What follows belongs to an exercise in optimizing a design on an open flow for small area, a short achievable clock period and few clock cycles; a production flow would make more cautious choices. In this exercise RTL edits were held to simulation tests only and were not proved equivalent to the original.

## job 5646
// hive_fpu
module hive_fpu (
    input  wire        clk,
    input  wire        rst,
    input  wire        in_valid,
    output wire        in_ready,
    input  wire [4:0]  in_op,
    input  wire [31:0] in_a,
    input  wire [31:0] in_b,
    input  wire [31:0] in_c,
    output reg         out_valid,
    output reg  [31:0] out_result
);
make LEC_CHECK=0 ABC_CLOCK_PERIOD_IN_PS=4500 CAP_MARGIN=20 CORE_MARGIN=2 CORE_UTILIZATION=55 PLACE_DENSITY=0.7 SETUP_SLACK_MARGIN=0 SLEW_MARGIN=55 finish   # period 22.0 ns
run.sh (not shown) runs the stock make flow with config.mk's settings and CLKGATE_MAP_FILE= SYNTH_SCRIPT=/design/flow/synth_recipe.tcl, a recipe that flattens the netlist after the stock synthesis.
Job 5646 completed; timing, DRC and antenna clean
Testbench counts of job 5646, summed over its fixed seeds: cycles 25,988.
> inputs changed (job 5646 -> job 972)
diff --git a/flow/config.mk b/flow/config.mk
--- a/flow/config.mk
+++ b/flow/config.mk
@@ -13,2 +13,2 @@
 export SETUP_SLACK_MARGIN = 0
-export SLEW_MARGIN = 55
+export SLEW_MARGIN = 65
Findings:
Job 972 -> job 5646: synthesized cell count delta 0, exact match. Area added between synthesis and finish sits higher in job 972 than in job 5646. The final reports for job 972 and job 5646 show wire length on met2 higher in the former. Compared with job 5646, job 972 shows design area that has gone up slightly. The source of the critical timing path comes out csc2[26]$_DFF_P_ in one run and css2[11]$_DFF_P_ in the other, namely in job 5646 and job 972 respectively. Job 972 completed every stage of the flow, and the final layout passed the timing, DRC and antenna checks.
Changes in job 9069 relative to job 972:
diff --git a/flow/config.mk b/flow/config.mk
--- a/flow/config.mk
+++ b/flow/config.mk
@@ -10,5 +10,5 @@
 export CORE_MARGIN = 2
-export CORE_UTILIZATION = 55
-export PLACE_DENSITY = 0.7
+export CORE_UTILIZATION = 48
+export PLACE_DENSITY = 0.62
 export SETUP_SLACK_MARGIN = 0
-export SLEW_MARGIN = 65
+export SLEW_MARGIN = 60
Results
Job 9069: flow completed, timing, DRC and antenna clean. Of job 9069 and job 972, it is job 9069 that has the higher number of buffer and inverter instances along the worst setup path. Delta (job 9069 minus job 972): minimum clock period after layout increased by 240 ps relative to the old numbers; final worst-path cycle share increased by 1.1 points relative to the old numbers. Job 9069 — post-route worst setup slack 240 ps lower, job 972 as reference.

========
hive_fpu, a different RTL version from the one above (not shown whole).
Size: about 460 flip-flops, roughly 140 I/O pins.
// hive_fpu
module hive_fpu (
    input  wire        clk,
    input  wire        rst,
    input  wire        in_valid,
    output wire        in_ready,
    input  wire [4:0]  in_op,
    input  wire [31:0] in_a,
    input  wire [31:0] in_b,
    input  wire [31:0] in_c,
    output reg         out_valid,
    output reg  [31:0] out_result
);
    localparam [31:0] CANON_NAN = 32'h7FC0_0000;
    localparam [4:0] OP_FADD = 5'h00, OP_FSUB = 5'h01, OP_FMUL = 5'h02,
                     OP_FMIN = 5'h05, OP_FMAX = 5'h06, OP_FABS = 5'h07,
                     OP_FNEG = 5'h08, OP_FCSGN = 5'h09, OP_FEQ = 5'h0A,
                     OP_FLT = 5'h0B, OP_FLE = 5'h0C, OP_FTOI = 5'h0D,
                     OP_ITOF = 5'h0E, OP_UTOF = 5'h0F, OP_FMA = 5'h10,
                     OP_FMS = 5'h11;
    assign in_ready = 1'b1;
    wire in_addsub = (in_op == OP_FADD) || (in_op == OP_FSUB);
    wire in_ftoi   = (in_op == OP_FTOI);
    reg [31:0] fa_in, fb_in, fc_in;
    always @(*) begin
        fa_in = in_ftoi ? 32'h4080_0000 : in_a;
        fb_in = in_addsub ? 32'h3F80_0000 : in_ftoi ? 32'h4080_0000 : in_b;
        case (in_op)
            OP_FTOI: fc_in = in_a;
            OP_FADD: fc_in = in_b;
            OP_FSUB: fc_in = {~in_b[31], in_b[30:0]};
            OP_FMUL: fc_in = 32'h8000_0000;
            OP_FMS:  fc_in = {~in_c[31], in_c[30:0]};
            default: fc_in = in_c;
        endcase
    end
    wire [24:0] bx = {1'b1, in_b[22:0], 1'b0};
    reg  [11:0] bneg_in, bone_in, btwo_in;
    integer q;
    always @(*) begin
        for (q = 0; q < 12; q = q + 1) begin
            bneg_in[q] = in_addsub ? (q == 11) : bx[2*q+2] & ~(bx[2*q+1] & bx[2*q]);
            bone_in[q] = ~in_addsub & (bx[2*q+1] ^ bx[2*q]);
            btwo_in[q] = in_addsub ? (q == 11) : (bx[2*q+2] & ~bx[2*q+1] & ~bx[2*q]) |
                                                 (~bx[2*q+2] & bx[2*q+1] & bx[2*q]);
        end
    end
    reg        v1, itof1, quick1;
    reg [4:0]  op1;
    reg [31:0] a1, b1, c1;
    reg [11:0] bneg1, bone1, btwo1;
    always @(posedge clk) begin
        if (rst) v1 <= 1'b0;
        else     v1 <= in_valid;
        op1   <= in_op;
        itof1 <= (in_op == OP_ITOF) || (in_op == OP_UTOF);
  ...
export LEC_CHECK = 0
export ABC_CLOCK_PERIOD_IN_PS = 4500
export CAP_MARGIN = 20
export CORE_MARGIN = 2
export CORE_UTILIZATION = 62
export PLACE_DENSITY = 0.78
export SETUP_SLACK_MARGIN = 0
export SLEW_MARGIN = 60
create_clock -name core_clock -period 22.0 [get_ports {clk}]
The starting point produced a clean layout.
Testbench counts at the start, summed over its fixed seeds: cycles 25,988.
Rerun with:
- CORE_UTILIZATION: 62 -> 48
- PLACE_DENSITY: 0.78 -> 0.62
Effect: The changed run completed without violations; maximum frequency went up by about 0.35%; utilization went down by 15 points; final area went up by 1.2%; wire length went up by about 3%; worst setup slack improved by 0.021 ns; global-route usage went down by 9.6 points; synthesized area is unchanged; via count went down by 3.2%; synthesized cell count stays the same; non-clock buffer count went down by 1.
Rerun with:
- CORE_UTILIZATION: 48 -> 55
- PLACE_DENSITY: 0.62 -> 0.7
The new run ran to the end with no violations.
Area after synthesis is unchanged.
Worst hold slack is worse by 0.0046 ns.
Global-route usage grows by 5.1 points.
Count of clock-buffer cells in the layout shrinks by 4.
Wire length shrinks by 1.4%.
Setup slack is worse by 0.076 ns.
Final cell count shrinks by 2.8%.
Final area shrinks by 0.43%.
Clock skew shrinks by 0.043 ns.
Rerun with:
- SLEW_MARGIN: 60 -> 50
Result:
- The changed run went through all stages and came out clean
- design area goes down slightly
- fmax is lower by a few percent
- wire length hardly moves
- via count went up slightly
- count of clock-buffer cells in the layout climbs by 6
- setup slack loses 0.24 ns

========
## JK
hive_fpu with an RTL version that a note above also has.
Size: about 140 I/O pins, about 47,000 um^2 of cells after synthesis.
==> flow/config.mk <==
export PLATFORM = sky130hd
export DESIGN_NAME = hive_fpu
export DESIGN_NICKNAME = hive_fpu
export VERILOG_FILES = /design/flow/design.v
export SDC_FILE = /design/flow/constraint.sdc
export NUM_CORES = 4
export LEC_CHECK = 0
export ABC_CLOCK_PERIOD_IN_PS = 4500
export CAP_MARGIN = 20
export CORE_MARGIN = 2
export CORE_UTILIZATION = 62
export PLACE_DENSITY = 0.78
export SETUP_SLACK_MARGIN = 0
export SLEW_MARGIN = 60
==> flow/constraint.sdc <==
create_clock -name core_clock -period 22.0 [get_ports {clk}]
set_input_delay 4.4000 -clock core_clock [delete_from_list [all_inputs] [get_ports {clk}]]
set_output_delay 4.4000 -clock core_clock [all_outputs]
set_load 0.01 [all_outputs]
JK completed; timing, DRC and antenna clean
Testbench counts of JK, summed over its fixed seeds: cycles 25,988.
> inputs changed (JK -> MS)
-- flow/config.mk --
<<< JK, line 9
export CAP_MARGIN = 20
export CORE_MARGIN = 2
export CORE_UTILIZATION = 62
export PLACE_DENSITY = 0.78
export SETUP_SLACK_MARGIN = 0
export SLEW_MARGIN = 60
>>> MS, line 9
export CAP_MARGIN = 20
export CORE_MARGIN = 2
export CORE_UTILIZATION = 55
export PLACE_DENSITY = 0.7
export SETUP_SLACK_MARGIN = 0
export SLEW_MARGIN = 60
==> summary.txt <==
- In summary, MS completed successfully, with a layout that passed the timing, DRC and antenna checks.
- Lower wire length of the first global-routing pass among MS and JK: JK
- JK -> MS: cell count after synthesis flat

========
hive_fpu, a different RTL version from the one above (not shown whole).
Size: ~6,000 cells after synthesis, roughly 470 flip-flops, about 140 I/O pins, roughly 48,000 sq um of cells after synthesis.
export LEC_CHECK = 0
export ABC_CLOCK_PERIOD_IN_PS = 4500
export CAP_MARGIN = 20
export CORE_MARGIN = 2
export CORE_UTILIZATION = 55
export PLACE_DENSITY = 0.7
export SETUP_SLACK_MARGIN = 0
export SLEW_MARGIN = 60
create_clock -name core_clock -period 22.0 [get_ports {clk}]
The starting point finished clean.
Testbench counts at the start, summed over its fixed seeds: cycles 28,016.
Rerun with:
- SLEW_MARGIN: 60 -> 75
Effect: The changed run passed the timing, DRC and antenna checks; die area is unchanged; via count came out higher by 2.8%; core utilization came out higher by 4.8 points; clock skew hardly moves.

========
try-garnet:
Another version of the RTL of hive_fpu (not shown whole).
Size in the first run: roughly 5700 cells after synthesis, ~470 flip-flops, roughly 140 I/O pins, ~0.046 mm2 of cells after synthesis.
export LEC_CHECK = 0
export ABC_CLOCK_PERIOD_IN_PS = 4500
export CAP_MARGIN = 20
export CORE_MARGIN = 2
export CORE_UTILIZATION = 48
export GPL_ROUTABILITY_DRIVEN = 0
export PLACE_DENSITY = 0.62
export SETUP_SLACK_MARGIN = 0
export SLEW_MARGIN = 60
create_clock -name core_clock -period 22.0 [get_ports {clk}]
Testbench counts of try-garnet, summed over its fixed seeds: cycles 25,988.
Modified inputs, try-juniper compared to try-garnet
Settings: GPL_ROUTABILITY_DRIVEN no longer set, was 0.
### Flow results
From try-garnet to try-juniper the numbers moved as follows: worst-case hold slack climbed 4.3 ps; smallest setup slack after layout climbed 33 ps; sum of overflow across all layers after global routing barely changed; global-route wire length before repair climbed about 2.8%. Relative to try-garnet, met3 global-route usage has gone down in try-juniper. try-juniper finished end to end and its layout was clean on timing, DRC and antenna.
Inputs modified between try-juniper and try-lagoon:
Settings: CAP_MARGIN changed from 20 to 0.
## What came out
Hold slack: try-juniper vs try-lagoon, no meaningful difference. | longest individual stage delay on the worst path | try-lagoon vs try-juniper | ≈ equal |. Delta (try-lagoon minus try-juniper): wire length comparable, non-clock buffer count comparable, post-CTS clock slew at the launch and capture registers of the worst setup and hold paths comparable, global-route usage over all layers comparable, via count of the routed design comparable. Summary of try-lagoon over try-juniper: number of max-slew violations in the final report ~0 delta, total non-filler cell area in the finished layout roughly the same. As far as setup skew after layout goes, try-juniper and try-lagoon are indistinguishable; the numbers are identical.

-- port drivers added, routing unchanged --
The flow's constraints put no driver on any port. The routed layouts listed below were extracted and timed again, unchanged, in two steps. Step 1 assumes that a clkbuf_16 drives the clock port and a buf_2 every other input. Step 2 adds t to the input delays and takes it off the output delays; t is the mean of the earliest and latest rising clock arrival at the registers after step 1. Input paths then give back, and output paths get back, about the clock's delay inside the block. Three values: ideal ports, drivers, drivers and shift; two values: the first two.
run	t, ns	setup slack, ns	worst setup path at the end	worst register clock-pin slew, ns	pins driven straight from the clock port
job 5646	0.728	15.895 / 15.895 / 15.409	input to register	0.07 / 0.07	1
job 972	0.724	15.994 / 15.935 / 15.396	input to register	0.09 / 0.09	1
job 9069	0.706	15.750 / 15.750 / 15.424	input to register	0.07 / 0.07	1
the first run of note 2	0.699	15.972 / 15.972 / 15.420	input to register	0.07 / 0.07	1
the second run of note 2	0.730	15.994 / 15.947 / 15.635	input to register	0.09 / 0.09	1
the third run of note 2	0.720	15.918 / 15.918 / 15.526	input to register	0.08 / 0.08	1
the fourth run of note 2	0.719	15.679 / 15.679 / 15.529	input to register	0.07 / 0.07	1
JK	0.702	15.819 / 15.819 / 15.387	input to register	0.07 / 0.07	1
MS	0.742	15.942 / 15.870 / 15.347	input to register	0.07 / 0.07	1
the first run of note 4	0.697	15.501 / 15.555 / 14.858	input to register	0.09 / 0.09	1
the second run of note 4	0.692	15.518 / 15.567 / 14.876	input to register	0.08 / 0.08	1
try-garnet	0.697	15.720 / 15.753 / 15.056	input to register	0.07 / 0.07	1
try-juniper	0.703	15.752 / 15.779 / 15.076	input to register	0.07 / 0.07	1
try-lagoon	0.703	15.752 / 15.779 / 15.076	input to register	0.07 / 0.07	1
After both steps setup and hold are still met in every run listed.
